Source: an optimization exercise on an open RTL-to-GDS flow (aim: small area, a short achievable clock period and few clock cycles per item). Production flows keep margins and buffers that such runs may drop. Function was checked by simulation only, so behaviour that the tests miss may differ from the original.

`design/flow/design.v`:
```
module mpg_plan (
    input             clk,
    input             rst,
    input             start,
    input             setpos,
    input      [31:0] target,
    input      [31:0] cmd,
    input      [31:0] vstart,
    input      [31:0] a1,
    input      [31:0] vswitch,
    input      [31:0] a2,
    input      [31:0] vmax,
    input      [31:0] d2,
    input      [31:0] d1,
    input      [31:0] vstop,
    input      [31:0] soft_min,
    input      [31:0] soft_max,
    output            ready,
    output reg        done,
    output     [31:0] pos_o,
    output     [31:0] vel_o,
    output     [31:0] frac_o,
    output     [31:0] acc_o,
    output     [31:0] vlim_o,
    output     [31:0] flags_o,
    output     [31:0] dist_o,
    output            sat_o
);
    localparam M  = 4;           
    localparam NCM = 36 / M;     
    localparam C  = 8;           
    localparam [3:0] A_REST = 4'd0, A_START = 4'd1, A_ACC1 = 4'd2, A_ACC2 = 4'd3,
                     A_CRUISE = 4'd4, A_DEC2 = 4'd5, A_DEC1 = 4'd6, A_TURN = 4'd7,
                     A_ARRIVE = 4'd8, A_FREEZE = 4'd9;
    localparam F_SNAP = 4, F_REVERSAL = 5, F_AT_TARGET = 6, F_AT_VLIMIT = 7,
               F_TGT_CLAMP = 8, F_TGT_BLOCKED = 9, F_OVERSPEED = 10,
               F_PARAM_ORDER = 11, F_SOFT_STOP = 12, F_UNC_MARK = 13;
    localparam [2:0] S_IDLE = 3'd0, S_PRE = 3'd1, S_SETUP = 3'd2, S_DIV = 3'd3,
                     S_MUL = 3'd4, S_CMP = 3'd5, S_WAIT = 3'd6, S_PLAN = 3'd7;
    reg  [55:0] p;               
    reg  [35:0] v;               
    reg  [35:0] u;               
    reg  [2:0]  st;
    assign ready = (st == S_IDLE);
    reg  [31:0] r_tgt, r_smin, r_smax;
    reg  [26:0] r_vmax, r_vsw, r_vsta;    
    reg  [22:0] r_vstp;
    reg  [5:0]  r_gt;                     
    reg  [30:0] r_a1, r_a2, r_d1, r_d2;
    reg  [4:0]  r_db1, r_db2;             
    reg  [2:0]  r_sel;
    reg         r_freeze, r_stop, r_soft, r_bad;
    function [4:0] f_blen31(input [30:0] x);
        integer i;
        begin
            f_blen31 = 5'd0;
            for (i = 0; i < 31; i = i + 1)
                if (x[i]) f_blen31 = i + 1;
        end
    endfunction
    function [5:0] f_blen36(input [35:0] x);
        integer i;
        begin
            f_blen36 = 6'd0;
            for (i = 0; i < 36; i = i + 1)
                if (x[i]) f_blen36 = i + 1;
        end
    endfunction
    function [2:0] f_cmp(input [35:0] x, input [26:0] t);
        reg [28:0] d;
        reg        lo;
        begin
            d  = {1'b0, x[35:8]} - {2'd0, t};
            lo = (x[7:0] != 8'd0);
            f_cmp[2] = d[28];
            f_cmp[1] = (d == 29'd0) && !lo;
            f_cmp[0] = !d[28] && !((d == 29'd0) && !lo);
        end
    endfunction
    wire [26:0] i_vmax = vmax[26:0];
    wire [26:0] i_vsw  = vswitch[26:0];
    wire [22:0] i_vstp = vstop[22:0];
    wire [26:0] i_vsta = vstart[26:0];
    wire [5:0]  i_gt;
    assign i_gt[0] = i_vsw > i_vmax;
    assign i_gt[1] = {4'd0, i_vstp} > i_vsw;
    assign i_gt[2] = {4'd0, i_vstp} > i_vmax;
    assign i_gt[3] = i_vsta > {4'd0, i_vstp};
    assign i_gt[4] = i_vsta > i_vsw;
    assign i_gt[5] = i_vsta > i_vmax;
    wire [1:0]  mode_raw = cmd[1:0];
    wire [2:0]  c3_raw   = cmd[11:9];
    wire        bad_rsv  = |(cmd & 32'hFFFF_F0C0);
    wire [1:0]  mode     = (mode_raw == 2'd3) ? 2'd0 : mode_raw;
    wire        bad_c3   = (c3_raw >= 3'd5) || (c3_raw == 3'd4 && mode != 2'd2);
    wire [2:0]  c3_ok    = bad_c3 ? 3'd0 : c3_raw;
    wire [2:0]  c3       = (mode == 2'd2) ? ((c3_ok == 3'd0) ? 3'd3 : c3_ok) :
                           (mode == 2'd1) ? 3'd0 : c3_ok;
    wire        i_bad    = bad_rsv || (mode_raw == 2'd3) || bad_c3;
    wire        i_freeze = cmd[2] || (c3 == 3'd4 && !cmd[3]);
    wire [2:0]  i_sel    = cmd[3] ? 3'd3 :
                           (mode == 2'd2) ? c3 :
                           (mode == 2'd1) ? 3'd2 :
                           cmd[8] ? 3'd5 :
                           (c3 == 3'd0) ? 3'd1 : c3;
    wire        same0 = (i_vmax == r_vmax) && (i_vsw == r_vsw) && (i_vstp == r_vstp) &&
                        (d1[30:0] == r_d1);
    wire        same2 = (d2[30:0] == r_d2);
    wire [26:0] e_w1  = r_gt[0] ? r_vmax : r_vsw;
    wire [26:0] e_w0  = (r_gt[1] || r_gt[2]) ? e_w1 : {4'd0, r_vstp};
    wire [26:0] e_vst = (r_gt[3] || r_gt[4] || r_gt[5]) ? e_w0 : r_vsta;
    wire        pord  = |r_gt;
    wire [35:0] vmax_e = {1'b0, r_vmax, 8'd0};
    wire [35:0] w1     = {1'b0, e_w1, 8'd0};
    wire [35:0] w0     = {1'b0, e_w0, 8'd0};
    wire [35:0] vst    = {1'b0, e_vst, 8'd0};
    wire [31:0] pos_w  = p[55:24];
    wire [23:0] frac   = p[23:0];
    wire        v_neg  = v[35];
    wire        v_zero = (u == 36'd0);
    wire [2:0]  c_vst = f_cmp(u, e_vst);
    wire [2:0]  c_w1  = f_cmp(u, e_w1);
    wire [2:0]  c_w0  = f_cmp(u, e_w0);
    wire [2:0]  c_vmx = f_cmp(u, r_vmax);
    wire        u_lt_vst = c_vst[2];
    wire        u_lt_w1  = c_w1[2];
    wire        u_gt_w1  = c_w1[0];
    wire        u_le_w0  = !c_w0[0];
    wire        u_lt_vmx = c_vmx[2];
    wire        u_gt_vmx = c_vmx[0];
    wire [35:0] ua1 = u + {5'd0, r_a1};
    wire [35:0] ua2 = u + {5'd0, r_a2};
    wire [36:0] ud2 = {1'b0, u} - {6'd0, r_d2};
    wire [36:0] ud1 = {1'b0, u} - {6'd0, r_d1};
    wire [37:0] s_a1w1 = {2'd0, u} + {7'd0, r_a1} - {2'd0, w1};        
    wire [37:0] s_a2mx = {2'd0, u} + {7'd0, r_a2} - {2'd0, vmax_e};    
    wire [37:0] s_d2w1 = {2'd0, w1} + {7'd0, r_d2} - {2'd0, u};        
    wire [37:0] s_d1w0 = {2'd0, w0} + {7'd0, r_d1} - {2'd0, u};        
    wire [37:0] s_d2mx = {2'd0, vmax_e} + {7'd0, r_d2} - {2'd0, u};    
    wire [35:0] h_1  = s_a1w1[37] ? ua1 : w1;
    wire [35:0] H    = u_lt_vst ? vst : u_lt_w1 ? h_1 : ua2;
    wire [35:0] G    = u_gt_w1 ? (s_d2w1[37] ? ud2[35:0] : w1) :
                                 (s_d1w0[37] ? ud1[35:0] : w0);
    wire [35:0] cru_c  = u_gt_vmx ? (s_d2mx[37] ? ud2[35:0] : vmax_e) : u;
    wire [35:0] acc_c  = u_lt_vmx ? (u_lt_vst ? vst : u_lt_w1 ? h_1 :
                                     s_a2mx[37] ? ua2 : vmax_e) : cru_c;
    wire [35:0] turn_c = u_le_w0 ? 36'd0 : G;
    wire [31:0] t_abs  = r_tgt[31] ? -r_tgt : r_tgt;
    wire        w_clmp = t_abs > {5'd0, r_vmax};
    wire [35:0] w_abs  = w_clmp ? vmax_e : {t_abs[27:0], 8'd0};
    wire        w_zero = w_clmp ? (r_vmax == 27'd0) : (r_tgt == 32'd0);
    wire        w_sgn  = r_tgt[31] && !w_zero;
    wire        is_vel    = (r_sel == 3'd2);
    wire        w_in_zero = !is_vel || w_zero;
    wire        ss_zero   = v_zero && w_in_zero;
    wire        ss_neg    = v_zero ? (is_vel && w_sgn) : v_neg;
    wire [31:0] lim_t     = ss_neg ? r_smin : r_smax;
    wire [31:0] smin_f = r_smin ^ 32'h8000_0000;
    wire [31:0] smax_f = r_smax ^ 32'h8000_0000;
    wire [31:0] tgt_f  = r_tgt ^ 32'h8000_0000;
    wire        clamp_on = r_soft && (smin_f <= smax_f);
    wire        t_lo = tgt_f < smin_f;
    wire        t_hi = tgt_f > smax_f;
    wire [31:0] plan_t = !clamp_on ? r_tgt : t_lo ? r_smin : t_hi ? r_smax : r_tgt;
    wire        tgt_clamp = clamp_on && (t_lo || t_hi);
    wire        pp_tgt = (r_sel == 3'd1);
    wire [31:0] pt     = pp_tgt ? plan_t : lim_t;
    wire [55:0] pd     = {pt, 24'd0} - p;
    wire        pd_zero = (pd == 56'd0);
    wire        pd_neg  = pd[55];
    wire        dl_out  = pd_zero || (ss_neg ? !pd_neg : pd_neg);
    wire        w_same  = !w_in_zero && (w_sgn == ss_neg);
    wire        vp_wz  = w_in_zero || (r_soft && dl_out && w_same);
    wire        vp_wn  = !vp_wz && w_sgn;
    wire        vp_neg = v_zero ? vp_wn : v_neg;
    wire [36:0] uw     = {1'b0, u} - {1'b0, w_abs};
    wire        u_lt_w = uw[36];
    wire        u_gt_w = !uw[36] && (uw != 37'd0);
    wire [35:0] vp1    = (!v_zero && w_sgn != v_neg) ? turn_c :
                         u_lt_w ? ((H < w_abs) ? H : w_abs) :
                         u_gt_w ? (u_le_w0 ? w_abs : (G > w_abs) ? G : w_abs) : u;
    wire [35:0] vp_un_c = vp_wz ? turn_c : vp1;
    wire        pp_neg  = v_zero ? pd_neg : v_neg;
    wire        pp_rest = v_zero && pd_zero;
    wire        pd_hz   = (pd[55:31] == 25'd0);
    wire        pd_ho   = (pd[55:31] == {25{1'b1}});
    wire [32:0] pw0     = {pd[31], pd[31:0]} + {2'd0, w0[30:0]};
    wire [32:0] pvs     = {pd[31], pd[31:0]} + {2'd0, vst[30:0]};
    wire        ab_w0   = pd_hz ? (pd[30:0] <= w0[30:0]) : (pd_ho && !pw0[32]);
    wire        ab_vs   = pd_hz ? (pd[30:0] <= vst[30:0]) : (pd_ho && !pvs[32]);
    wire        pp_arrive = u_le_w0 && ab_w0 && (!v_zero || ab_vs);
    wire        pp_rev  = !v_zero && (pd_zero || pd_neg != v_neg);
    wire        rev_c   = pp_rev && !pp_arrive;
    wire [35:0] alt_c   = u_le_w0 ? (pp_rev ? 36'd0 : u) : G;
    wire        softv   = !r_freeze && r_soft && (r_sel == 3'd2 || r_sel == 3'd3);
    wire        pp_any  = !r_freeze && (r_sel == 3'd1 || softv);
    wire        need_pp = pp_any && !pp_rest && !pp_arrive && !pp_rev;
    reg  [35:0] cand_acc, cand_cru, cand_alt, vp_un, wabs_r;
    reg  [55:0] pd_r;
    reg  [26:0] w1_r;
    reg  [22:0] w0_r;
    wire [35:0] w1q = {1'b0, w1_r, 8'd0};
    wire [35:0] w0q = {5'd0, w0_r, 8'd0};
    reg         ppn_r, vpn_r, rest_r, arr_r, rev_r, ssz_r, tcl_r, ovs_r, wsg_r;
    reg         lt_vst_r, lt_w1_r, le_w0_r, gt_w1_r;
    always @(posedge clk) begin
        cand_acc <= acc_c;
        cand_cru <= cru_c;
        cand_alt <= alt_c;
        vp_un    <= vp_un_c;
        wabs_r   <= w_abs;
        wsg_r    <= w_sgn;
        pd_r     <= pd;
        w1_r     <= e_w1;
        w0_r     <= e_w0[22:0];
        ppn_r    <= pp_neg;
        vpn_r    <= vp_neg;
        rest_r   <= pp_rest;
        arr_r    <= pp_arrive && !pp_rest;      
        rev_r    <= pp_rev && !pp_arrive;       
        ssz_r    <= ss_zero;
        tcl_r    <= tgt_clamp;
        ovs_r    <= u_gt_vmx;
        lt_vst_r <= u_lt_vst;
        lt_w1_r  <= u_lt_w1;
        le_w0_r  <= u_le_w0;
        gt_w1_r  <= u_gt_w1;
    end
    reg  [1:0]  jsel, jret;      
    reg  [35:0] top;             
    reg         jhi;             
    reg  [30:0] rem;
    reg  [35:0] dq;              
    reg  [32:0] d3;              
    reg  [3:0]  cnt;             
    reg  [2:0]  mtop;            
    reg  [36:0] t1;              
    reg  [57:0] pa;              
    reg         pa_ovf, pa_hi;
    reg  [35:0] key;             
    reg         key_ok;
    reg  [57:0] tw0;
    reg         tw0_ovf, tw0_ok;
    reg         ok_acc, ok_cru;
    wire [36:0] na    = {1'b0, top} + {1'b1, ~w1q};   
    wire [36:0] nb    = {1'b0, top} + {1'b1, ~w0q};   
    wire        s_hi  = !na[36];
    wire        s_jv  = s_hi || !nb[36];              
    wire [35:0] s_n   = s_hi ? na[35:0] : nb[35:0];
    wire [4:0]  s_db  = s_hi ? r_db2 : r_db1;
    wire [30:0] s_dec = s_hi ? r_d2 : r_d1;
    wire [5:0]  s_nb  = f_blen36(s_n);
    wire [6:0]  s_stp = {1'b0, s_nb} - {2'd0, s_db} + 7'd1;   
    wire [3:0]  s_nc  = s_stp[6] ? 4'd0 : ((s_stp[5:0] + (M - 1)) / M);
    wire [6:0]  s_qb  = s_nc * M;                             
    wire [2:0]  s_mt  = (s_qb == 7'd0) ? 3'd0 : ((s_qb - 7'd1) / C);
    wire [36:0] s_t1  = {1'b0, top} + {1'b0, s_hi ? w1q : w0q} + 37'd1;
    wire        s_hit = key_ok && (top == key);
    reg  [66:0] s_init;
    integer si;
    always @* begin
        s_init = {31'd0, s_n};
        for (si = 0; si <= NCM; si = si + 1)
            if (s_nc == si)
                s_init = {31'd0, s_n} << (36 - M * si);
    end
    wire [30:0] j_dec = jhi ? r_d2 : r_d1;
    reg  [30:0] d_rem;
    reg  [35:0] d_dq;
    reg  [32:0] d_r4;
    reg  [33:0] d_s1, d_s2, d_s3;
    integer di;
    always @* begin
        d_rem = rem;
        d_dq  = dq;
        for (di = 0; di < M / 2; di = di + 1) begin
            d_r4 = {d_rem, d_dq[35:34]};
            d_s1 = {1'b0, d_r4} - {3'd0, j_dec};
            d_s2 = {1'b0, d_r4} - {2'd0, j_dec, 1'b0};
            d_s3 = {1'b0, d_r4} - {1'b0, d3};
            if (!d_s3[33]) begin
                d_dq  = {d_dq[33:0], 2'd3};
                d_rem = d_s3[30:0];
            end else if (!d_s2[33]) begin
                d_dq  = {d_dq[33:0], 2'd2};
                d_rem = d_s2[30:0];
            end else if (!d_s1[33]) begin
                d_dq  = {d_dq[33:0], 2'd1};
                d_rem = d_s1[30:0];
            end else begin
                d_dq  = {d_dq[33:0], 2'd0};
                d_rem = d_r4[30:0];
            end
        end
    end
    wire [35:0] base = jhi ? w1q : w0q;
    wire [39:0] dqx  = {4'd0, dq};
    wire [C-1:0] chunk = dqx[cnt*C +: C];
    wire        m_last = (cnt == 4'd0);
    wire [58:0] m_sum = {1'b0, pa[57-C:0], {C{1'b0}}} + ({22'd0, t1} * {51'd0, chunk}) +
                        ({28'd0, rem} * {51'd0, chunk}) +
                        (m_last ? {22'd0, base, 1'b1} : 59'd0) +
                        (m_last ? {28'd0, rem} : 59'd0);
    wire        m_ovf = pa_ovf || pa_hi || (pa[57:58-C] != {C{1'b0}});
    wire        in_cmp = (st == S_CMP);
    wire        c_hi   = in_cmp ? jhi : s_hi;
    wire        c_use  = in_cmp || s_jv;
    wire [57:0] c_tw   = c_use ? pa : 58'd0;
    wire        c_ovf  = c_use && (pa_ovf || pa_hi);
    wire [57:0] c_t0   = c_hi ? tw0 : 58'd0;
    wire        c_par  = u[0] ^ top[0] ^ ppn_r;
    wire [55:0] pdx    = pd_r ^ {56{ppn_r}};
    wire [60:0] cmpd   = {{4{pdx[55]}}, pdx, 1'b0} + {25'h1FF_FFFF, ~u} + {25'h1FF_FFFF, ~top} +
                         {3'b111, ~c_tw} + {3'b111, ~c_t0} +
                         {58'd0, 3'd4} + {60'd0, ppn_r} + {60'd0, c_par};
    wire        ok_c   = !c_ovf && !(c_hi && tw0_ovf) && !cmpd[60];
    wire        need_cru = (cand_cru != cand_acc) && (cand_cru != cand_alt);
    wire [35:0] ret_top  = (jret == 2'd1) ? cand_acc : cand_cru;
    reg         spec;
    wire        ok_a    = spec || ok_acc;
    wire        pp_zero = rest_r || arr_r;
    wire [35:0] pp_un  = pp_zero ? 36'd0 : ok_a ? cand_acc : ok_cru ? cand_cru : cand_alt;
    reg         le_acc, le_cru, le_alt;
    always @(posedge clk) begin
        le_acc <= (cand_acc <= vp_un);
        le_cru <= (cand_cru <= vp_un);
        le_alt <= (cand_alt <= vp_un);
    end
    wire        sp_le  = pp_zero || (ok_a ? le_acc : ok_cru ? le_cru : le_alt);
    wire        sp_pos = !ssz_r && sp_le;
    wire        pp_sel = !r_freeze && (r_sel == 3'd1 || (softv && sp_pos));
    wire [35:0] un     = r_freeze ? 36'd0 : pp_sel ? pp_un : vp_un;
    wire        vneg   = !r_freeze && (pp_sel ? ppn_r : vpn_r);
    wire        frz    = r_freeze && !(r_stop && v_zero && frac == 24'd0);
    wire        snap   = frz || (pp_sel && arr_r);
    reg  [3:0]  arm;
    always @* begin
        if (frz)
            arm = A_FREEZE;
        else if (r_freeze)
            arm = A_REST;
        else if (pp_sel && arr_r)
            arm = A_ARRIVE;
        else if (un > u)
            arm = lt_vst_r ? A_START : lt_w1_r ? A_ACC1 : A_ACC2;
        else if (un == u)
            arm = v_zero ? A_REST : A_CRUISE;
        else if (un == 36'd0 && le_w0_r)
            arm = A_TURN;
        else
            arm = gt_w1_r ? A_DEC2 : A_DEC1;
    end
    wire        vlim_hit = (un == vmax_e) ||
                           (!r_freeze && is_vel && (un == wabs_r) && (un == 36'd0 || vneg == wsg_r));
    wire [13:0] fl;
    assign fl[3:0]           = arm;
    assign fl[F_SNAP]        = snap;
    assign fl[F_REVERSAL]    = pp_sel && rev_r;
    assign fl[F_AT_TARGET]   = !r_freeze && r_sel == 3'd1 && pp_zero;
    assign fl[F_AT_VLIMIT]   = vlim_hit;
    assign fl[F_TGT_CLAMP]   = !r_freeze && r_sel == 3'd1 && tcl_r;
    assign fl[F_TGT_BLOCKED] = !r_freeze && r_sel == 3'd5 && (r_tgt != pos_w);
    assign fl[F_OVERSPEED]   = ovs_r;
    assign fl[F_PARAM_ORDER] = pord;
    assign fl[F_SOFT_STOP]   = pp_sel && r_sel != 3'd1 && arr_r;
    assign fl[F_UNC_MARK]    = frz && r_stop && !le_w0_r;
    wire [37:0] un38  = {2'd0, un};
    wire [37:0] dv    = (vneg ? ~un38 : un38) + ~{{2{v[35]}}, v} + {36'd0, vneg, !vneg};
    wire        dv_hi = !dv[37] && (dv[36:31] != 6'd0);
    wire        dv_lo = dv[37] && (dv[36:31] != 6'h3F);
    wire        dv_pos = !dv[37] && (dv != 38'd0);
    wire [31:0] acc_w = dv_hi ? 32'h7FFF_FFFF : dv_lo ? 32'h8000_0000 : dv[31:0];
    wire        rnd   = (un[7:0] != 8'd0) && (dv_pos != vneg);
    wire [31:0] lim_w = frz ? 32'd0 :
                        ({4'd0, un[35:8]} ^ {32{vneg}}) + {31'd0, vneg ^ rnd};
    wire [36:0] nb37  = {1'b0, un} ^ {37{vneg}};
    wire        hcar  = (v[0] & nb37[0]) | (v[0] & vneg) | (nb37[0] & vneg);
    wire [55:0] p_adv = p + {{21{v[35]}}, v[35:1]} + {{20{nb37[36]}}, nb37[36:1]} +
                        {55'd0, hcar};
    wire [31:0] st_c  = frz ? pos_w : pt;
    wire [55:0] p_nx  = snap ? {st_c, 24'd0} : p_adv;
    wire [35:0] v_nx  = snap ? 36'd0 : vneg ? -un : un;
    wire [35:0] u_nx  = snap ? 36'd0 : un;
    reg  [31:0] acc_r, lim_r, dist_r;
    reg  [13:0] fl_r;
    reg         sat_r;
    always @(posedge clk) begin
        acc_r  <= acc_w;
        lim_r  <= lim_w;
        fl_r   <= fl;
        dist_r <= (snap ? st_c : r_tgt) - pos_w;
        sat_r  <= r_bad | dv_hi | dv_lo;
    end
    assign pos_o   = p[55:24];
    assign vel_o   = {{4{v[35]}}, v[35:8]};
    assign frac_o  = {p[23:0], v[7:0]};
    assign acc_o   = acc_r;
    assign vlim_o  = lim_r;
    assign flags_o = {18'd0, fl_r};
    assign dist_o  = dist_r;
    assign sat_o   = sat_r;
    wire        same_in = (target == r_tgt) && (soft_min == r_smin) && (soft_max == r_smax) &&
                          (i_vmax == r_vmax) && (i_vsw == r_vsw) && (i_vstp == r_vstp) &&
                          (i_vsta == r_vsta) && (a1[30:0] == r_a1) && (a2[30:0] == r_a2) &&
                          (d1[30:0] == r_d1) && (d2[30:0] == r_d2) && (i_sel == r_sel) &&
                          (i_freeze == r_freeze) && (cmd[2] == r_stop) && (cmd[5] == r_soft) &&
                          (i_bad == r_bad);
    wire        skip_pre = same_in && !setpos;
    always @(posedge clk) begin
        if (st == S_IDLE) begin
            r_tgt   <= target;
            r_smin  <= soft_min;
            r_smax  <= soft_max;
            r_vmax  <= i_vmax;
            r_vsw   <= i_vsw;
            r_vstp  <= i_vstp;
            r_vsta  <= i_vsta;
            r_gt    <= i_gt;
            r_a1    <= a1[30:0];
            r_a2    <= a2[30:0];
            r_d1    <= d1[30:0];
            r_d2    <= d2[30:0];
            r_db1   <= f_blen31(d1[30:0]);
            r_db2   <= f_blen31(d2[30:0]);
            r_sel   <= i_sel;
            r_freeze <= i_freeze;
            r_stop  <= cmd[2];
            r_soft  <= cmd[5];
            r_bad   <= i_bad;
        end
    end
    wire        wait_pp = softv && !need_pp && rev_c;
    always @(posedge clk) begin
        if (rst) begin
            st     <= S_IDLE;
            done   <= 1'b0;
            p      <= 56'd0;
            v      <= 36'd0;
            u      <= 36'd0;
            tw0_ok <= 1'b0;
            key_ok <= 1'b0;
            spec   <= 1'b0;
        end else begin
            done <= 1'b0;
            case (st)
            S_IDLE: begin
                tw0_ok  <= tw0_ok && same0;
                key_ok  <= key_ok && same0 && same2;
                if (start) begin
                    if (setpos) begin
                        p <= {target, 24'd0};
                        v <= 36'd0;
                        u <= 36'd0;
                    end
                    if (skip_pre) begin
                        ok_acc <= 1'b0;
                        ok_cru <= 1'b0;
                        jsel   <= 2'd1;
                        top    <= acc_c;
                        spec   <= need_pp && !softv;
                        st     <= need_pp ? S_SETUP : wait_pp ? S_WAIT : S_PLAN;
                    end else
                        st <= S_PRE;
                end
            end
            S_PRE: begin
                ok_acc <= 1'b0;
                ok_cru <= 1'b0;
                jsel   <= 2'd1;
                top    <= acc_c;
                spec   <= need_pp && !softv;
                st     <= need_pp ? S_SETUP : wait_pp ? S_WAIT : S_PLAN;
            end
            S_SETUP: begin
                spec <= 1'b0;
                jhi  <= s_hi;
                t1   <= s_t1;
                d3   <= {2'd0, s_dec} + {1'b0, s_dec, 1'b0};
                mtop <= s_mt;
                {rem, dq} <= s_init;
                if (s_hi && !tw0_ok && jsel != 2'd0) begin
                    jret <= jsel;
                    jsel <= 2'd0;
                    top  <= w1q;
                end else if (jsel == 2'd0 && !s_jv) begin
                    tw0     <= 58'd0;
                    tw0_ovf <= 1'b0;
                    tw0_ok  <= 1'b1;
                    jsel    <= jret;
                    top     <= ret_top;
                end else if (jsel != 2'd0 && (!s_jv || s_hit)) begin
                    if (jsel == 2'd1) begin
                        ok_acc <= ok_c;
                        if (ok_c && spec) begin
                            p    <= p_nx;
                            v    <= v_nx;
                            u    <= u_nx;
                            done <= 1'b1;
                            st   <= S_IDLE;
                        end else if (!ok_c && need_cru) begin
                            jsel <= 2'd2;
                            top  <= cand_cru;
                        end else
                            st <= S_PLAN;
                    end else begin
                        ok_cru <= ok_c;
                        st     <= S_PLAN;
                    end
                end else begin
                    pa     <= 58'd0;
                    pa_ovf <= 1'b0;
                    pa_hi  <= 1'b0;
                    key_ok <= 1'b0;
                    cnt    <= s_nc;
                    st     <= (s_nc == 4'd0) ? S_MUL : S_DIV;
                end
            end
            S_DIV: begin
                rem <= d_rem;
                dq  <= d_dq;
                cnt <= cnt - 4'd1;
                if (cnt == 4'd1) begin
                    cnt <= {1'b0, mtop};
                    st  <= S_MUL;
                end
            end
            S_MUL: begin
                pa     <= m_sum[57:0];
                pa_hi  <= m_sum[58];
                pa_ovf <= m_ovf;
                cnt    <= cnt - 4'd1;
                if (m_last) begin
                    if (jsel == 2'd0) begin
                        tw0     <= m_sum[57:0];
                        tw0_ovf <= m_ovf || m_sum[58];
                        tw0_ok  <= 1'b1;
                        jsel    <= jret;
                        top     <= ret_top;
                        st      <= S_SETUP;
                    end else begin
                        key    <= top;
                        key_ok <= 1'b1;
                        st     <= S_CMP;
                    end
                end
            end
            S_CMP: begin
                if (jsel == 2'd1) begin
                    ok_acc <= ok_c;
                    if (!ok_c && need_cru) begin
                        jsel <= 2'd2;
                        top  <= cand_cru;
                        st   <= S_SETUP;
                    end else
                        st <= S_PLAN;
                end else begin
                    ok_cru <= ok_c;
                    st     <= S_PLAN;
                end
            end
            S_WAIT: st <= S_PLAN;
            S_PLAN: begin
                p    <= p_nx;
                v    <= v_nx;
                u    <= u_nx;
                done <= 1'b1;
                st   <= S_IDLE;
            end
            default: st <= S_IDLE;
            endcase
        end
    end
endmodule
```
`design/flow/run.sh`:
```
#!/bin/bash
# synth_recipe.tcl (not shown) runs the flow's synth.tcl, then flattens the netlist and writes it again
# the make line also repeats each setting of config.mk as NAME=value (left out here)
make -C /OpenROAD-flow-scripts/flow DESIGN_CONFIG=/design/flow/config.mk WORK_HOME=/design/flow/orfs CLKGATE_MAP_FILE= SYNTH_SCRIPT=/design/flow/synth_recipe.tcl finish
```
`design/flow/config.mk`:
```
export PLATFORM = sky130hd
export DESIGN_NAME = mpg_plan
export DESIGN_NICKNAME = mpg_plan
export VERILOG_FILES = /design/flow/design.v
export SDC_FILE = /design/flow/constraint.sdc
export NUM_CORES = 4
export LEC_CHECK = 0
export CAP_MARGIN = 20
export CORE_MARGIN = 2
export CORE_UTILIZATION = 25
export PLACE_DENSITY = 0.45
export SLEW_MARGIN = 20
```
`design/flow/constraint.sdc`:
```
create_clock -name core_clock -period 20.0 [get_ports {clk}]
set_input_delay 4.0000 -clock core_clock [delete_from_list [all_inputs] [get_ports {clk}]]
set_output_delay 4.0000 -clock core_clock [all_outputs]
set_load 0.01 [all_outputs]
```
==> impl_results.rst, run 1 <==
.. list-table::
   :header-rows: 1

   * - Metric
     - Value
   * - Outcome
     - timing/DRC/antenna clean
   * - # IOs
     - 615
   * - Avg Cell Area, Syn
     - 8.44 sq um
   * - Measured slew at the worst slew-check pin
     - 1.29 ns
   * - Die outline area
     - 0.605 sq mm
   * - Drt drc
     - 0
   * - Crit start category
     - flip-flop
   * - Wire length of the first global-routing pass
     - 1170000 microns
   * - Final cell count without fillers
     - 26600
   * - Crit path max-delay family
     - compound AO/OA/AOI/OAI gates
   * - Die span in x
     - 778 microns
   * - Worst Path Buf+Inv
     - 2
   * - Worst hold-check path type
     - flip-flop to flip-flop
   * - Worst clock skew
     - 0.0712 ns
   * - Hold violation count in the final report
     - 0
   * - Number of optimization iterations in the first detailed-route pass
     - 6
   * - Clock root buffer master
     - clkbuf_16
   * - Gr usage total
     - 0.277
   * - Worst setup timing slack at the placement stage
     - 7.73 ns
   * - Routability congestion estimate from global placement
     - 1.06
   * - CP max stage delay
     - 1.04 ns
   * - Count of buffers inserted at the top-level ports
     - 567
   * - Most used DFF post-synth
     - edfxtp_1
   * - Synthesized instance count
     - 17700
   * - TNS Setup
     - 0 ns
   * - Worst setup path category
     - flip-flop to flip-flop
   * - Fin. max-slew vios
     - 0
   * - Initial DRC Count
     - 16600
   * - Post-synthesis cell area
     - 0.150 sq mm
   * - Area leader, netlist
     - ha_1
   * - Remaining Overflow, GRT
     - 0
   * - Cell type of the slowest stage on the worst timing path
     - nor4_1
   * - Post-synthesis cell type count
     - 97
   * - Die outline height
     - 778 microns
   * - Via count normalized by instance count
     - 5.44
   * - Tcrit/Tclk final
     - 0.634
   * - Cells taking the most area after synthesis
     - ha_1, edfxtp_1, fa_1
   * - Share of the yosys chip area belonging to registers
     - 0.210
   * - Clock transition at the registers of the reported paths
     - 0.07 ns
   * - Arrival time reported for the critical path endpoint
     - 13.51 ns
   * - Pin count of the biggest net entering global routing
     - 87
   * - Number of cell rows
     - 284
   * - Final routed wire length divided by cell count
     - 32.7 microns
   * - Core area
     - 0.597 sq mm
   * - Cell repeated most along the worst path
     - o21ai_0
   * - Setup repair after global routing missed its margin
     - no
   * - Worst-skew pair later-pin latency
     - 0.97 ns
   * - Count of state elements after synthesis
     - 1228
   * - Post-synth top cells
     - inv_1, ha_1, nand2_1
   * - Setup repair bufs after CTS
     - 0
   * - Number of violations of the max-capacitance limit
     - 0
   * - Post-synthesis to final-layout area growth
     - 16.0%
   * - Critical path required time
     - 20.82 ns
   * - Number of antenna violations at the first check in global routing
     - 135
   * - Minimum clock period after layout
     - 12.69 ns
   * - Via count of the first global-routing pass
     - 136000
   * - TritonCTS clock tree
     - yes
   * - Worst-case hold slack
     - 0.439 ns
   * - Maximum level of the CTS H-tree
     - 4
   * - Layout cell share with drive strength beyond 1
     - 0.0640
   * - DP Wirelength
     - 712000 microns
   * - Worst rel slew slack
     - 0.132
   * - Number of nets in the layout
     - 21600
   * - Clock tree buffer depth
     - 4
   * - Share of the synthesized area in the top cell type
     - 0.158
   * - Total Routed Length
     - 869000 microns
   * - CP endpoint kind
     - flip-flop
   * - Fmax
     - 0.0788 GHz
   * - Number of buffers inserted during clock tree synthesis
     - 165
   * - Minimum setup slack in the final design
     - 7.31 ns
   * - CTS-repair resized insts
     - 0
   * - Fraction of registers with async set/reset
     - 0
   * - Number of nets still failing antenna checks after routing
     - 0
   * - Cell with the most instances after synthesis
     - inv_1
   * - Total of fill cells in the finished design
     - 64400
   * - Post-placement cell count
     - 26200
   * - Initial core utilization
     - 0.251
   * - Yosys warning total
     - 1
   * - Total vias in the final route
     - 145000
   * - Number of enable flip-flop cells after synthesis
     - 689
   * - Cts hold-fix bufs
     - 0
   * - Final-report setup violation count
     - 0
   * - Number of sinks on the clock net
     - 1228
   * - Largest driver fanout on the critical path
     - 62
==> final cells by class <==
| type | count | area (sq um) | area share |
|---|---|---|---|
| clock inverters | 83 | 886 | 0.00510 |
| flip-flops and latches | 1228 | 31500 | 0.181 |
| repair buffers | 1171 | 10200 | 0.0588 |
| inverters | 2072 | 7780 | 0.0448 |
| diodes | 74 | 185 | 0.00107 |
| multi-input cells | 13800 | 109000 | 0.625 |
| well taps | 8008 | 10000 | 0.0577 |
| clock buffers | 217 | 4580 | 0.0264 |
==> stage by stage <==
stage          instance area, sq um   util
2_1_floorplan                150000      -
3_3_place_gp                 168000  0.281
3_5_place_dp                 168000  0.281
4_1_cts                      174000  0.290
5_1_grt                      174000  0.291
6_report                     174000  0.291
==> sequential cells by signal, indices dropped and copies added (netlist names), 37 cells and up <==
| name | count |
|---|---|
| pd_r | 56 |
| pa | 58 |
| tw0 | 58 |
| t1 | 37 |
| p | 56 |
==> final timing paths <==
path	from	end	slack, ns	cells after the start
setup / recovery	r_tgt[1]$_DFFE_PP_	vp_un[32]$_DFF_P_	7.31	35
hold / removal	ovs_r$_DFF_P_	fl_r[10]$_DFF_P_	0.44	0
setup reg to reg	r_tgt[1]$_DFFE_PP_	vp_un[32]$_DFF_P_	7.31	35
hold reg to reg	ovs_r$_DFF_P_	fl_r[10]$_DFF_P_	0.44	0
==> kinds of logic (layout without fill, tap and decap cells) <==
family          count (synthesis)  after routing  share of synthesized area
xor+xnor                     1179           1179                     0.0690
fa+ha+maj                    2766           2766                      0.275
simple gates                 4993           4993                      0.159
flops                        1228           1228                      0.210
other cells                     2             96                  0.0000502
buf+inv                      2760           3543                     0.0700
mux                           381            381                     0.0268
compound gates               4427           4427                      0.190
==> metal layers <==
layer | vias up | track usage | part of all wire
li1 | 63700 | - | -
met1 | 71800 | 0.344 | 0.40
met2 | 7277 | 0.422 | 0.43
met3 | 1838 | 0.0685 | 0.090
met4 | 54 | 0.190 | 0.083
met5 | - | 0.00196 | 0.00062
==> cells in the final DEF (no fill, tap or decap), types with 235 or more instances in the layout <==
| master | synthesis | layout |
|---|---|---|
| inv_1 | 2067 | 2058 |
| ha_1 | 1891 | 1891 |
| nand2_1 | 1573 | 1572 |
| a21oi_1 | 1241 | 1230 |
| nor2_1 | 1153 | 1141 |
| o21ai_0 | 955 | 923 |
| fa_1 | 874 | 874 |
| xnor2_1 | 814 | 806 |
| edfxtp_1 | 689 | 689 |
| buf_4 | 25 | 600 |
| clkdlybuf4s50_1 | 0 | 565 |
| dfxtp_1 | 539 | 536 |
| a21o_1 | 425 | 425 |
| xor2_1 | 365 | 365 |
| nand3_1 | 357 | 356 |
| nor3_1 | 334 | 329 |
| mux2i_1 | 299 | 287 |
| nand4_1 | 262 | 262 |
| and2_1 | 242 | 235 |
Testbench counts, summed over its fixed seeds: cycles 80,714, frames 24,000.
==> run 2, diff against run 1 <==
--- a/design/flow/design.v
+++ b/design/flow/design.v
@@ -318,5 +318,6 @@
     wire [35:0] ret_top  = (jret == 2'd1) ? cand_acc : cand_cru;
     reg         spec;
-    wire        ok_a    = spec || ok_acc;
+    wire        cmp_a   = (st == S_CMP) && (jsel == 2'd1);
+    wire        ok_a    = spec || ok_acc || cmp_a;
     wire        pp_zero = rest_r || arr_r;
     wire [35:0] pp_un  = pp_zero ? 36'd0 : ok_a ? cand_acc : ok_cru ? cand_cru : cand_alt;
@@ -548,5 +549,11 @@
                 if (jsel == 2'd1) begin
                     ok_acc <= ok_c;
-                    if (!ok_c && need_cru) begin
+                    if (ok_c) begin
+                        p    <= p_nx;
+                        v    <= v_nx;
+                        u    <= u_nx;
+                        done <= 1'b1;
+                        st   <= S_IDLE;
+                    end else if (need_cru) begin
                         jsel <= 2'd2;
                         top  <= cand_cru;
==> run 2 against run 1 <==
- still clean
- worst hold slack improved by 0.032 ns
- cell count barely moved
- die area rose by 0.86%
- sequential share of layout area fell by 0.14 points
- global-route usage rose by 0.17 points
- critical endpoint is now vp_un[26]$_DFF_P_
- highest routed layer unchanged
==> impl_results.rst, run 2 <==
.. list-table::
   :header-rows: 1

   * - Metric
     - Value
   * - Outcome
     - timing/DRC/antenna clean (unchanged)
   * - CP max stage delay
     - 1.11 ns (was 1.04 ns)
   * - Die outline height
     - 781 microns (was 778 microns)
   * - Clock tree buffer depth
     - 4 (unchanged)
   * - Share of the yosys chip area belonging to registers
     - 0.208 (was 0.210)
   * - Synthesized instance count
     - 17700 (about the same)
   * - Top library cells by usage in the layout, fill and taps aside
     - inv_1, ha_1, nand2_1 (unchanged)
   * - Number of nets in the layout
     - 21600 (about the same)
   * - Share of the synthesized area in the top cell type
     - 0.157 (was 0.158)
   * - Number of optimization iterations in the first detailed-route pass
     - 8 (was 6)
   * - Number of buffers inserted during clock tree synthesis
     - 164 (was 165)
   * - Initial core utilization
     - 0.251 (about the same)
   * - Number of nets still failing antenna checks after routing
     - 0 (unchanged)
   * - Post-synthesis cell area
     - 0.151 sq mm (was 0.150 sq mm)
   * - Registers with the most flip-flops
     - pa: 58 flops, tw0: 58 flops (unchanged)
   * - Crit start category
     - flip-flop (unchanged)
   * - Hold violation count in the final report
     - 0 (unchanged)
   * - Post-synthesis cell type count
     - 124 (was 97)
   * - Worst-skew pair later-pin latency
     - 1.00 ns (was 0.97 ns)
   * - Total vias in the final route
     - 146000 (was 145000)
   * - Count of state elements after synthesis
     - 1228 (unchanged)
   * - Cell with the most instances after synthesis
     - inv_1 (unchanged)
   * - Area leader, netlist
     - ha_1 (unchanged)
   * - # IOs
     - 615 (unchanged)
   * - Layout cell share with drive strength beyond 1
     - 0.0662 (was 0.0640)
   * - Worst-case hold slack
     - 0.470 ns (was 0.439 ns)
   * - Fraction of registers with async set/reset
     - 0 (unchanged)
   * - Die outline area
     - 0.610 sq mm (was 0.605 sq mm)
   * - Count of buffers inserted at the top-level ports
     - 567 (unchanged)
   * - Cells taking the most area after synthesis
     - ha_1, edfxtp_1, fa_1 (unchanged)
   * - Instance area at placement
     - 0.169 sq mm (was 0.168 sq mm)
   * - Fin. max-slew vios
     - 0 (unchanged)
   * - Pin count of the biggest net entering global routing
     - 91 (was 87)
   * - Number of sinks on the clock net
     - 1228 (unchanged)
   * - Storage element area
     - 0.0315 sq mm (about the same)
   * - Worst rel slew slack
     - 0.0845 (was 0.132)
   * - CP endpoint kind
     - flip-flop (unchanged)
   * - Critical path required time
     - 20.77 ns (was 20.82 ns)
   * - Gr usage total
     - 0.279 (was 0.277)
   * - Clock root buffer master
     - clkbuf_16 (unchanged)
   * - Maximum level of the CTS H-tree
     - 4 (unchanged)
   * - Initial DRC Count
     - 16300 (was 16600)
   * - CTS-repair resized insts
     - 0 (unchanged)
   * - Via count of the first global-routing pass
     - 139000 (was 136000)
   * - Arrival time reported for the critical path endpoint
     - 13.17 ns (was 13.51 ns)
   * - Routability congestion estimate from global placement
     - 1.07 (was 1.06)
   * - Clock transition at the registers of the reported paths
     - 0.06 ns (was 0.07 ns)
   * - Avg Cell Area, Syn
     - 8.53 sq um (was 8.44 sq um)
   * - Largest driver fanout on the critical path
     - 51 (was 62)
   * - Total of fill cells in the finished design
     - 65200 (was 64400)
   * - DP Wirelength
     - 716000 microns (was 712000 microns)
   * - Yosys warning total
     - 1 (unchanged)
   * - Drt drc
     - 0 (unchanged)
   * - Measured slew at the worst slew-check pin
     - 1.37 ns (was 1.29 ns)
   * - Most used DFF post-synth
     - edfxtp_1 (unchanged)
   * - Final cell area excluding filler cells
     - 0.175 sq mm (was 0.174 sq mm)
   * - TNS Setup
     - 0 ns (unchanged)
   * - Multi-input gate area
     - 0.110 sq mm (was 0.109 sq mm)
   * - Wire length of the first global-routing pass
     - 1190000 microns (was 1170000 microns)
   * - Number of enable flip-flop cells after synthesis
     - 689 (unchanged)
   * - TritonCTS clock tree
     - yes (unchanged)
   * - Worst setup path category
     - flip-flop to flip-flop (unchanged)
   * - Number of violations of the max-capacitance limit
     - 0 (unchanged)
   * - Die span in x
     - 781 microns (was 778 microns)
   * - Commonest non-fill, non-tap cell in the layout
     - inv_1 (unchanged)
   * - Setup repair bufs after CTS
     - 0 (unchanged)
   * - Number of cell rows
     - 285 (was 284)
   * - Core area
     - 0.602 sq mm (was 0.597 sq mm)
   * - Post-synthesis to final-layout area growth
     - 15.9% (was 16.0%)
   * - Total Routed Length
     - 884000 microns (was 869000 microns)
   * - Worst clock skew
     - 0.138 ns (was 0.0712 ns)
   * - Fmax
     - 0.0807 GHz (was 0.0788 GHz)
   * - Post-synth top cells
     - inv_1, ha_1, nand2_1 (unchanged)
   * - Final-report setup violation count
     - 0 (unchanged)
   * - Remaining Overflow, GRT
     - 0 (unchanged)
   * - Cell type of the slowest stage on the worst timing path
     - o211ai_1 (was nor4_1)
   * - Setup repair after global routing missed its margin
     - no (unchanged)
   * - Tcrit/Tclk final
     - 0.620 (was 0.634)
   * - Final routed wire length divided by cell count
     - 33.2 microns (was 32.7 microns)
   * - Number of antenna violations at the first check in global routing
     - 121 (was 135)
   * - Cts hold-fix bufs
     - 0 (unchanged)
   * - Minimum clock period after layout
     - 12.40 ns (was 12.69 ns)
   * - Via count normalized by instance count
     - 5.49 (was 5.44)
   * - Worst hold-check path type
     - flip-flop to flip-flop (unchanged)
run 2: per-layer routing:
layer  share of wire  GRT usage
met1            0.40      0.343
met2            0.42      0.421
met3           0.089     0.0729
met4           0.087      0.199
met5         0.00025          0
run 2: layout make-up:
type,count,share of cell area
timing repair buffer,1192,0.0596
clock inverter,87,0.00537
sequential,1228,0.180
tap,8036,0.0574
antenna,73,0.00104
multi-input combinational,13800,0.628
inverter,2027,0.0435
clock buffer,209,0.0254
run 2: worst paths after layout:
| path | startpoint | end | slack (ns) | cells past startpoint |
|---|---|---|---|---|
| max | r_gt[0]$_DFFE_PP_ | vp_un[26]$_DFF_P_ | 7.60 | 28 |
| min | v[13]$_SDFFE_PP0P_ | v[13]$_SDFFE_PP0P_ | 0.47 | 2 |
| max reg2reg | r_gt[0]$_DFFE_PP_ | vp_un[26]$_DFF_P_ | 7.60 | 28 |
| min reg2reg | v[13]$_SDFFE_PP0P_ | v[13]$_SDFFE_PP0P_ | 0.47 | 2 |
run 2: stage by stage:
step | utilization | instances | setup slack (ns)
after floorplan | - | 17700 | 0.786
after global placement | 0.281 | 26300 | 7.49
after detailed placement | 0.282 | 26300 | 7.45
after CTS | 0.290 | 26600 | 7.45
after global routing | 0.291 | 26600 | 7.29
final | 0.291 | 26600 | 7.60
run 2: cell families after synthesis:
kind of cell             share of synthesized area
other                                    0.0000497
buffers and inverters                       0.0696
XOR/XNOR                                    0.0699
multiplexers                                0.0249
flip-flops                                   0.208
adder cells (fa/ha/maj)                      0.273
AO/OA/AOI/OAI                                0.196
AND/OR/NAND/NOR                              0.158
run 2: worst max-delay path, delay by kind of cell (launching register included):
kind | cells | cell delay (ns)
AO/OA/AOI/OAI | 8 | 3.47
AND/OR/NAND/NOR | 13 | 4.48
multiplexers | 2 | 1.45
flip-flops | 1 | 0.33
adder cells (fa/ha/maj) | 2 | 0.82
buffers and inverters | 3 | 1.53
Testbench counts of run 2, summed over its fixed seeds: cycles 78,024, frames 24,000.
==> run 3, diff against run 2 <==
--- a/design/flow/design.v
+++ b/design/flow/design.v
@@ -166,6 +166,12 @@
     wire        pp_tgt = (r_sel == 3'd1);
     wire [31:0] pt     = pp_tgt ? plan_t : lim_t;
-    wire [55:0] pd     = {pt, 24'd0} - p;
-    wire        pd_zero = (pd == 56'd0);
+    wire        fr_nz  = (frac != 24'd0);
+    wire [31:0] pd_tg  = r_tgt - pos_w - {31'd0, fr_nz};
+    wire [31:0] pd_mn  = r_smin - pos_w - {31'd0, fr_nz};
+    wire [31:0] pd_mx  = r_smax - pos_w - {31'd0, fr_nz};
+    wire [31:0] pd_hi  = pp_tgt ? (!clamp_on ? pd_tg : t_lo ? pd_mn : t_hi ? pd_mx : pd_tg) :
+                                  (ss_neg ? pd_mn : pd_mx);
+    wire [55:0] pd     = {pd_hi, 24'd0 - frac};
+    wire        pd_zero = !fr_nz && (pd_hi == 32'd0);
     wire        pd_neg  = pd[55];
     wire        dl_out  = pd_zero || (ss_neg ? !pd_neg : pd_neg);
@@ -322,7 +328,8 @@
     wire        pp_zero = rest_r || arr_r;
     wire [35:0] pp_un  = pp_zero ? 36'd0 : ok_a ? cand_acc : ok_cru ? cand_cru : cand_alt;
+    wire        le_acc_c = (cand_acc <= vp_un);
     reg         le_acc, le_cru, le_alt;
     always @(posedge clk) begin
-        le_acc <= (cand_acc <= vp_un);
+        le_acc <= le_acc_c;
         le_cru <= (cand_cru <= vp_un);
         le_alt <= (cand_alt <= vp_un);
@@ -373,6 +380,8 @@
     wire [31:0] acc_w = dv_hi ? 32'h7FFF_FFFF : dv_lo ? 32'h8000_0000 : dv[31:0];
     wire        rnd   = (un[7:0] != 8'd0) && (dv_pos != vneg);
-    wire [31:0] lim_w = frz ? 32'd0 :
-                        ({4'd0, un[35:8]} ^ {32{vneg}}) + {31'd0, vneg ^ rnd};
+    wire [31:0] lim_b = {4'd0, un[35:8]} ^ {32{vneg}};
+    wire [31:0] lim_0 = lim_b + {31'd0, vneg};
+    wire [31:0] lim_1 = lim_b + {31'd0, !vneg};
+    wire [31:0] lim_w = frz ? 32'd0 : rnd ? lim_1 : lim_0;
     wire [36:0] nb37  = {1'b0, un} ^ {37{vneg}};
     wire        hcar  = (v[0] & nb37[0]) | (v[0] & vneg) | (nb37[0] & vneg);
@@ -459,5 +468,5 @@
                         jsel   <= 2'd1;
                         top    <= acc_c;
-                        spec   <= need_pp && !softv;
+                        spec   <= need_pp;
                         st     <= need_pp ? S_SETUP : wait_pp ? S_WAIT : S_PLAN;
                     end else
@@ -470,5 +479,5 @@
                 jsel   <= 2'd1;
                 top    <= acc_c;
-                spec   <= need_pp && !softv;
+                spec   <= need_pp;
                 st     <= need_pp ? S_SETUP : wait_pp ? S_WAIT : S_PLAN;
             end
@@ -493,5 +502,5 @@
                     if (jsel == 2'd1) begin
                         ok_acc <= ok_c;
-                        if (ok_c && spec) begin
+                        if (ok_c && spec && (!softv || le_acc == le_acc_c)) begin
                             p    <= p_nx;
                             v    <= v_nx;
--- a/design/flow/config.mk
+++ b/design/flow/config.mk
@@ -8,5 +8,5 @@
 export CAP_MARGIN = 20
 export CORE_MARGIN = 2
-export CORE_UTILIZATION = 25
-export PLACE_DENSITY = 0.45
+export CORE_UTILIZATION = 45
+export PLACE_DENSITY = 0.6
 export SLEW_MARGIN = 20
==> run 3 against run 2 <==
- non-clock buffer count increased by 1
- highest routed layer unchanged
- sequential share of layout area grew 0.13 points
- critical path type unchanged
- worst setup slack better by 0.0057 ns
- core utilization is 22 points higher
- synthesized cell count is 2.5% higher
==> impl_results.rst, run 3 <==
.. list-table::
   :header-rows: 1

   * - Metric
     - Value
   * - Number of violations of the max-capacitance limit
     - 0 (unchanged)
   * - Simple-gate share of the synthesized area
     - 0.154 (was 0.158)
   * - Share of the synthesized area in compound gates (AO/OA/AOI/OAI)
     - 0.194 (was 0.196)
   * - Crit start category
     - flip-flop (unchanged)
   * - TritonCTS clock tree
     - yes (unchanged)
   * - Minimum clock period after layout
     - 12.39 ns (was 12.40 ns)
   * - Layout cell share with drive strength beyond 1
     - 0.0623 (was 0.0662)
   * - Cell type of the slowest stage on the worst timing path
     - nor3_1 (was o211ai_1)
   * - Post-placement cell count
     - 23200 (was 26300)
   * - CP endpoint kind
     - flip-flop (unchanged)
   * - Number of sinks on the clock net
     - 1228 (unchanged)
   * - Count of buffers inserted at the top-level ports
     - 567 (unchanged)
   * - Die span in x
     - 589 microns (was 781 microns)
   * - Measured slew at the worst slew-check pin
     - 1.38 ns (was 1.37 ns)
   * - Combinational family with the most area after synthesis
     - adder cells (unchanged)
   * - Cell with the most instances after synthesis
     - inv_1 (unchanged)
   * - Worst rel slew slack
     - 0.0817 (was 0.0845)
   * - Most used DFF post-synth
     - edfxtp_1 (unchanged)
   * - Hold violation count in the final report
     - 0 (unchanged)
   * - Largest driver fanout on the critical path
     - 84 (was 51)
   * - Synthesized instance count
     - 18200 (was 17700)
   * - Pin count of the biggest net entering global routing
     - 120 (was 91)
   * - Cell repeated most along the worst path
     - buf_4
   * - Area leader, netlist
     - ha_1 (unchanged)
   * - Drt drc
     - 0 (unchanged)
   * - Share of the core filled with cells
     - 0.511 (was 0.291)
   * - Final routed wire length divided by cell count
     - 37.1 microns (was 33.2 microns)
   * - Cts hold-fix bufs
     - 0 (unchanged)
   * - Synth Area in Adders
     - 0.280 (was 0.273)
   * - Worst clock skew
     - 0.127 ns (was 0.138 ns)
   * - Share of the synthesized area in the top cell type
     - 0.166 (was 0.157)
   * - DP Wirelength
     - 711000 microns (was 716000 microns)
   * - Critical path required time
     - 20.72 ns (was 20.77 ns)
   * - Worst hold-check path type
     - flip-flop to flip-flop (unchanged)
   * - Post-synth top cells
     - inv_1, ha_1, nand2_1 (unchanged)
   * - Fraction of registers with async set/reset
     - 0 (unchanged)
   * - TNS Setup
     - 0 ns (unchanged)
   * - Die outline height
     - 589 microns (was 781 microns)
   * - Count of state elements after synthesis
     - 1228 (unchanged)
   * - Clock tree buffer depth
     - 4 (unchanged)
   * - Maximum level of the CTS H-tree
     - 4 (unchanged)
   * - Tcrit/Tclk final
     - 0.620 (about the same)
   * - Top library cells by usage in the layout, fill and taps aside
     - inv_1, ha_1, nand2_1 (unchanged)
   * - Initial DRC Count
     - 20600 (was 16300)
   * - Mux cell area share after synthesis
     - 0.0238 (was 0.0249)
   * - Outcome
     - timing/DRC/antenna clean (unchanged)
   * - Worst setup path category
     - flip-flop to flip-flop (unchanged)
   * - Total Routed Length
     - 878000 microns (was 884000 microns)
   * - Worst-skew pair later-pin latency
     - 0.98 ns (was 1.00 ns)
   * - Initial core utilization
     - 0.452 (was 0.251)
   * - Fin. max-slew vios
     - 0 (unchanged)
   * - Post-synthesis cell type count
     - 112 (was 124)
   * - CTS-repair resized insts
     - 0 (unchanged)
   * - Parity-gate share of the synthesized area counting xor and xnor cells
     - 0.0705 (was 0.0699)
   * - Total of fill cells in the finished design
     - 32900 (was 65200)
   * - # IOs
     - 615 (unchanged)
   * - Setup repair bufs after CTS
     - 0 (unchanged)
   * - Number of antenna violations at the first check in global routing
     - 138 (was 121)
   * - Arrival time reported for the critical path endpoint
     - 13.12 ns (was 13.17 ns)
   * - Number of optimization iterations in the first detailed-route pass
     - 9 (was 8)
   * - Setup repair after global routing missed its margin
     - no (unchanged)
   * - Cells taking the most area after synthesis
     - ha_1, edfxtp_1, fa_1 (unchanged)
   * - Final cell count without fillers
     - 23700 (was 26600)
   * - Registers with the most flip-flops
     - pa: 58 flops, tw0: 58 flops (unchanged)
   * - Worst-case hold slack
     - 0.336 ns (was 0.470 ns)
   * - Multi-input gate area
     - 0.112 sq mm (was 0.110 sq mm)
   * - Gr usage total
     - 0.493 (was 0.279)
   * - Number of nets in the layout
     - 22200 (was 21600)
   * - Yosys warning total
     - 1 (unchanged)
   * - Avg Cell Area, Syn
     - 8.47 sq um (was 8.53 sq um)
   * - Number of enable flip-flop cells after synthesis
     - 689 (unchanged)
   * - Die outline area
     - 0.346 sq mm (was 0.610 sq mm)
   * - Storage element area
     - 0.0315 sq mm (about the same)
   * - Clock transition at the registers of the reported paths
     - 0.06 ns (about the same)
   * - Total vias in the final route
     - 153000 (was 146000)
   * - Number of cell rows
     - 214 (was 285)
   * - Post-synthesis cell area
     - 0.154 sq mm (was 0.151 sq mm)
   * - Wire length of the first global-routing pass
     - 1180000 microns (was 1190000 microns)
   * - Number of nets still failing antenna checks after routing
     - 0 (unchanged)
   * - Routability congestion estimate from global placement
     - 1.13 (was 1.07)
   * - Number of buffers inserted during clock tree synthesis
     - 162 (was 164)
   * - CP max stage delay
     - 0.97 ns (was 1.11 ns)
   * - Share of the yosys chip area belonging to registers
     - 0.205 (was 0.208)
   * - Core area
     - 0.340 sq mm (was 0.602 sq mm)
   * - Commonest non-fill, non-tap cell in the layout
     - inv_1 (unchanged)
   * - Via count of the first global-routing pass
     - 144000 (was 139000)
   * - Final-report setup violation count
     - 0 (unchanged)
   * - Remaining Overflow, GRT
     - 0 (unchanged)
   * - Post-synthesis to final-layout area growth
     - 13.1% (was 15.9%)
   * - Clock root buffer master
     - clkbuf_16 (unchanged)
   * - Via count normalized by instance count
     - 6.47 (was 5.49)
   * - Fmax
     - 0.0807 GHz (about the same)
run 3: worst paths after layout:
| kind | start | endpoint | slack, ns | depth (start not counted) |
|---|---|---|---|---|
| hold reg to reg | ovs_r$_DFF_P_ | fl_r[10]$_DFF_P_ | 0.34 | 0 |
| setup reg to reg | top[0]$_DFFE_PP_ | rem[9]$_DFFE_PP_ | 7.61 | 42 |
| hold / removal | ovs_r$_DFF_P_ | fl_r[10]$_DFF_P_ | 0.34 | 0 |
| setup / recovery | top[0]$_DFFE_PP_ | rem[9]$_DFFE_PP_ | 7.61 | 42 |
run 3: cells by family after synthesis:
logic type	Yosys count
AOI/OAI and AO/OA	4609
xor gates and xnor gates	1237
adders and majority gates	2915
buffers and inverters	2926
DFF	1228
muxes	351
other	2
and+or+nand+nor	4895
run 3: final cells by class:
class	count	share of cell area
Sequential cell	1228	0.181
Multi-Input combinational cell	14000	0.644
Tap cell	4536	0.0326
Inverter	2250	0.0486
Clock buffer	201	0.0254
Timing Repair Buffer	1193	0.0600
Clock inverter	96	0.00682
Antenna cell	121	0.00174
run 3: layer usage:
layer,part of all wire,vias up,GRT usage
met2,0.40,10100,0.710
met4,0.12,52,0.475
li1,-,65500,-
met1,0.36,74200,0.566
met3,0.12,3134,0.167
met5,0.00065,-,0.00534
run 3: worst max-delay path: cells and delay by family, from the launching register on:
kind / cells / cell delay, ns
AND/OR/NAND/NOR: 11 / 4.03
adder cells (fa/ha/maj): 4 / 1.19
flip-flops: 1 / 0.38
AO/OA/AOI/OAI: 19 / 4.67
buffers and inverters: 8 / 1.80
run 3: per-stage QoR:
| step | area [sq um] | worst slack [ns] |
|---|---|---|
| 3_5_place_dp | 168000 | 8.17 |
| 5_1_grt | 174000 | 7.42 |
| 4_1_cts | 173000 | 8.01 |
| 2_1_floorplan | 154000 | 2.17 |
| 3_3_place_gp | 168000 | 8.26 |
| 6_report | 174000 | 7.61 |
Testbench counts of run 3, summed over its fixed seeds: cycles 74,244, frames 24,000.
==> run 4, diff against run 3 <==
--- a/design/flow/config.mk
+++ b/design/flow/config.mk
@@ -8,5 +8,5 @@
 export CAP_MARGIN = 20
 export CORE_MARGIN = 2
-export CORE_UTILIZATION = 45
-export PLACE_DENSITY = 0.6
+export CORE_UTILIZATION = 25
+export PLACE_DENSITY = 0.45
 export SLEW_MARGIN = 20
==> run 4 against run 3 <==
- critical endpoint is now vp_un[7]$_DFF_P_
- via count decreased by 2.2%
- non-clock buffer count grew 43
- global-route usage shrank 21 points
- fmax fell by 4.9%
- synthesized area is the same
- clock skew is 0.011 ns lower
==> impl_results.rst, run 4 <==
.. list-table::
   :header-rows: 1

   * - Metric
     - Value
   * - Total Routed Length
     - 923000 microns (was 878000 microns)
   * - Total of fill cells in the finished design
     - 66300 (was 32900)
   * - Worst rel slew slack
     - 0.0636 (was 0.0817)
   * - # IOs
     - 615 (unchanged)
   * - Pin count of the biggest net entering global routing
     - 151 (was 120)
   * - DP Wirelength
     - 759000 microns (was 711000 microns)
   * - Registers with the most flip-flops
     - pa: 58 flops, tw0: 58 flops (unchanged)
   * - Arrival time reported for the critical path endpoint
     - 13.82 ns (was 13.12 ns)
   * - Worst Path Buf+Inv
     - 6 (was 8)
   * - Setup repair after global routing missed its margin
     - no (unchanged)
   * - Post-synth top cells
     - inv_1, ha_1, nand2_1 (unchanged)
   * - Worst setup path category
     - flip-flop to flip-flop (unchanged)
   * - Cells taking the most area after synthesis
     - ha_1, edfxtp_1, fa_1 (unchanged)
   * - TritonCTS clock tree
     - yes (unchanged)
   * - Number of antenna violations at the first check in global routing
     - 171 (was 138)
   * - Total vias in the final route
     - 150000 (was 153000)
   * - Clock transition at the registers of the reported paths
     - 0.07 ns (was 0.06 ns)
   * - Number of sinks on the clock net
     - 1228 (unchanged)
   * - Setup repair bufs after CTS
     - 0 (unchanged)
   * - Yosys warning total
     - 1 (unchanged)
   * - Die span in x
     - 788 microns (was 589 microns)
   * - Core area
     - 0.614 sq mm (was 0.340 sq mm)
   * - Post-synthesis cell type count
     - 112 (unchanged)
   * - Worst hold-check path type
     - flip-flop to flip-flop (unchanged)
   * - Post-synthesis cell area
     - 0.154 sq mm (unchanged)
   * - Final cell count without fillers
     - 27300 (was 23700)
   * - Worst-case hold slack
     - 0.454 ns (was 0.336 ns)
   * - Post-synthesis to final-layout area growth
     - 16.4% (was 13.1%)
   * - Share of the yosys chip area belonging to registers
     - 0.205 (unchanged)
   * - Clock tree buffer depth
     - 4 (unchanged)
   * - Crit start category
     - flip-flop (unchanged)
   * - Most used DFF post-synth
     - edfxtp_1 (unchanged)
   * - Number of cell rows
     - 288 (was 214)
   * - Remaining Overflow, GRT
     - 0 (unchanged)
   * - CP endpoint kind
     - flip-flop (unchanged)
   * - Minimum setup slack in the final design
     - 6.97 ns (was 7.61 ns)
   * - Initial core utilization
     - 0.250 (was 0.452)
   * - Initial DRC Count
     - 16700 (was 20600)
   * - Drt drc
     - 0 (unchanged)
   * - Number of enable flip-flop cells after synthesis
     - 689 (unchanged)
   * - Post-placement cell count
     - 26900 (was 23200)
   * - Largest driver fanout on the critical path
     - 53 (was 84)
   * - Count of state elements after synthesis
     - 1228 (unchanged)
   * - CTS-repair resized insts
     - 0 (unchanged)
   * - Tcrit/Tclk final
     - 0.652 (was 0.620)
   * - Hold violation count in the final report
     - 0 (unchanged)
   * - Die outline height
     - 788 microns (was 589 microns)
   * - Fmax
     - 0.0767 GHz (was 0.0807 GHz)
   * - Number of nets in the layout
     - 22200 (about the same)
   * - Area leader, netlist
     - ha_1 (unchanged)
   * - Number of optimization iterations in the first detailed-route pass
     - 8 (was 9)
   * - Commonest non-fill, non-tap cell in the layout
     - inv_1 (unchanged)
   * - Worst clock skew
     - 0.116 ns (was 0.127 ns)
   * - Top library cells by usage in the layout, fill and taps aside
     - inv_1, ha_1, nand2_1 (unchanged)
   * - Via count of the first global-routing pass
     - 141000 (was 144000)
   * - Worst-skew pair later-pin latency
     - 1.00 ns (was 0.98 ns)
   * - Fin. max-slew vios
     - 0 (unchanged)
   * - Number of nets still failing antenna checks after routing
     - 0 (unchanged)
   * - Fraction of registers with async set/reset
     - 0 (unchanged)
   * - Clock root buffer master
     - clkbuf_16 (unchanged)
   * - Cell with the most instances after synthesis
     - inv_1 (unchanged)
   * - CP max stage delay
     - 0.85 ns (was 0.97 ns)
   * - Die outline area
     - 0.621 sq mm (was 0.346 sq mm)
   * - Measured slew at the worst slew-check pin
     - 1.40 ns (was 1.38 ns)
   * - Routability congestion estimate from global placement
     - 1.09 (was 1.13)
   * - Layout cell share with drive strength beyond 1
     - 0.0667 (was 0.0623)
   * - Final-report setup violation count
     - 0 (unchanged)
   * - Share of the core filled with cells
     - 0.292 (was 0.511)
   * - Number of buffers inserted during clock tree synthesis
     - 176 (was 162)
   * - Share of the synthesized area in the top cell type
     - 0.166 (unchanged)
   * - Avg Cell Area, Syn
     - 8.47 sq um (unchanged)
   * - Final routed wire length divided by cell count
     - 33.8 microns (was 37.1 microns)
   * - Maximum level of the CTS H-tree
     - 4 (unchanged)
   * - Crit path max-delay family
     - compound AO/OA/AOI/OAI gates (unchanged)
   * - TNS Setup
     - 0 ns (unchanged)
   * - Critical path required time
     - 20.78 ns (was 20.72 ns)
   * - Wire length of the first global-routing pass
     - 1230000 microns (was 1180000 microns)
   * - Count of buffers inserted at the top-level ports
     - 567 (unchanged)
   * - Cell type of the slowest stage on the worst timing path
     - a21oi_1 (was nor3_1)
   * - Outcome
     - timing/DRC/antenna clean (unchanged)
   * - Worst setup timing slack at the placement stage
     - 7.56 ns (was 8.17 ns)
   * - Gr usage total
     - 0.285 (was 0.493)
   * - Minimum clock period after layout
     - 13.03 ns (was 12.39 ns)
   * - Via count normalized by instance count
     - 5.48 (was 6.47)
   * - Number of violations of the max-capacitance limit
     - 0 (unchanged)
   * - Synthesized instance count
     - 18200 (unchanged)
   * - Cts hold-fix bufs
     - 0 (unchanged)
## run 4: changes by cell type in the layout (fill, tap and decap cells not counted), sizes merged
cell	change
clkinv	+3
diode	+19
bufinv	-1
inv	-1
clkinvlp	+9
buf	+43
clkbuf	+16
## run 4: final timing paths
path                                            to  cells after the start          startpoint  slack, ns
worst min register to register  u[22]$_SDFFE_PP0P_                      2  u[22]$_SDFFE_PP0P_       0.45
worst max-delay path              vp_un[7]$_DFF_P_                     37  r_tgt[0]$_DFFE_PP_       6.97
worst min-delay path            u[22]$_SDFFE_PP0P_                      2  u[22]$_SDFFE_PP0P_       0.45
worst max register to register    vp_un[7]$_DFF_P_                     37  r_tgt[0]$_DFFE_PP_       6.97
## run 4: through the flow
step,instance area (sq um)
after floorplan,154000
after global placement,173000
after detailed placement,173000
after CTS,179000
after global routing,179000
final,179000
## run 4: cell families (layout without fill, tap and decap cells)
group / after synthesis / count (layout) / share of synthesized area
simple gates: 4895 / 4895 / 0.154
compound gates: 4609 / 4609 / 0.194
buf+inv: 2926 / 3809 / 0.0728
fa+ha+maj: 2915 / 2915 / 0.280
xor+xnor: 1237 / 1237 / 0.0705
flops: 1228 / 1228 / 0.205
mux: 351 / 351 / 0.0238
other cells: 2 / 162 / 0.0000488
## run 4: layout make-up
class	instances	area (sq um)	area share
Antenna cell	140	350	0.00196
Clock buffer	217	4800	0.0268
Clock inverter	106	1140	0.00639
Inverter	2250	8450	0.0472
Multi-Input combinational cell	14000	112000	0.625
Sequential cell	1228	31500	0.176
Tap cell	8120	10200	0.0567
Timing Repair Buffer	1236	10700	0.0599
## run 4: worst min-delay path, stage by stage, from the launching register on
cell and delay (ns):
dfxtp_1 0.31, nand2_1 0.05, a21oi_1 0.05
## run 4: per-layer routing
metal	vias to the layer above	wire, microns	GRT usage
met5	-	343	0
met1	74100	365000	0.351
met2	7692	389000	0.429
met3	2115	76300	0.0615
li1	65700	-	-
met4	52	91500	0.232

afterwards: timing with drivers on the ports:
The flow's constraints put no driver on any port. The routed layouts listed below were extracted and timed again, unchanged, in two steps.
Step 1 sets driving cells, clkbuf_16 on the clock port and buf_2 on the other inputs (assumed; they add their load-dependent delay and slew).
Step 2 times the ports against the registers' clock, not the clock port: input delays grow and output delays shrink by t, the midpoint of the rising clock arrivals with the driver on.
a / b / c = no drivers / after step 1 / after step 2; a / b = the first two.
run	t (ns)	setup slack, ns	cell pins on the clock port's net
run 1	1.069	7.310 / 7.310 / 7.310	1
run 2	1.062	7.602 / 7.602 / 7.602	1
run 3	1.032	7.608 / 7.608 / 7.608	1
run 4	1.073	6.967 / 6.967 / 6.967	1
After both steps every run listed still meets setup and hold.
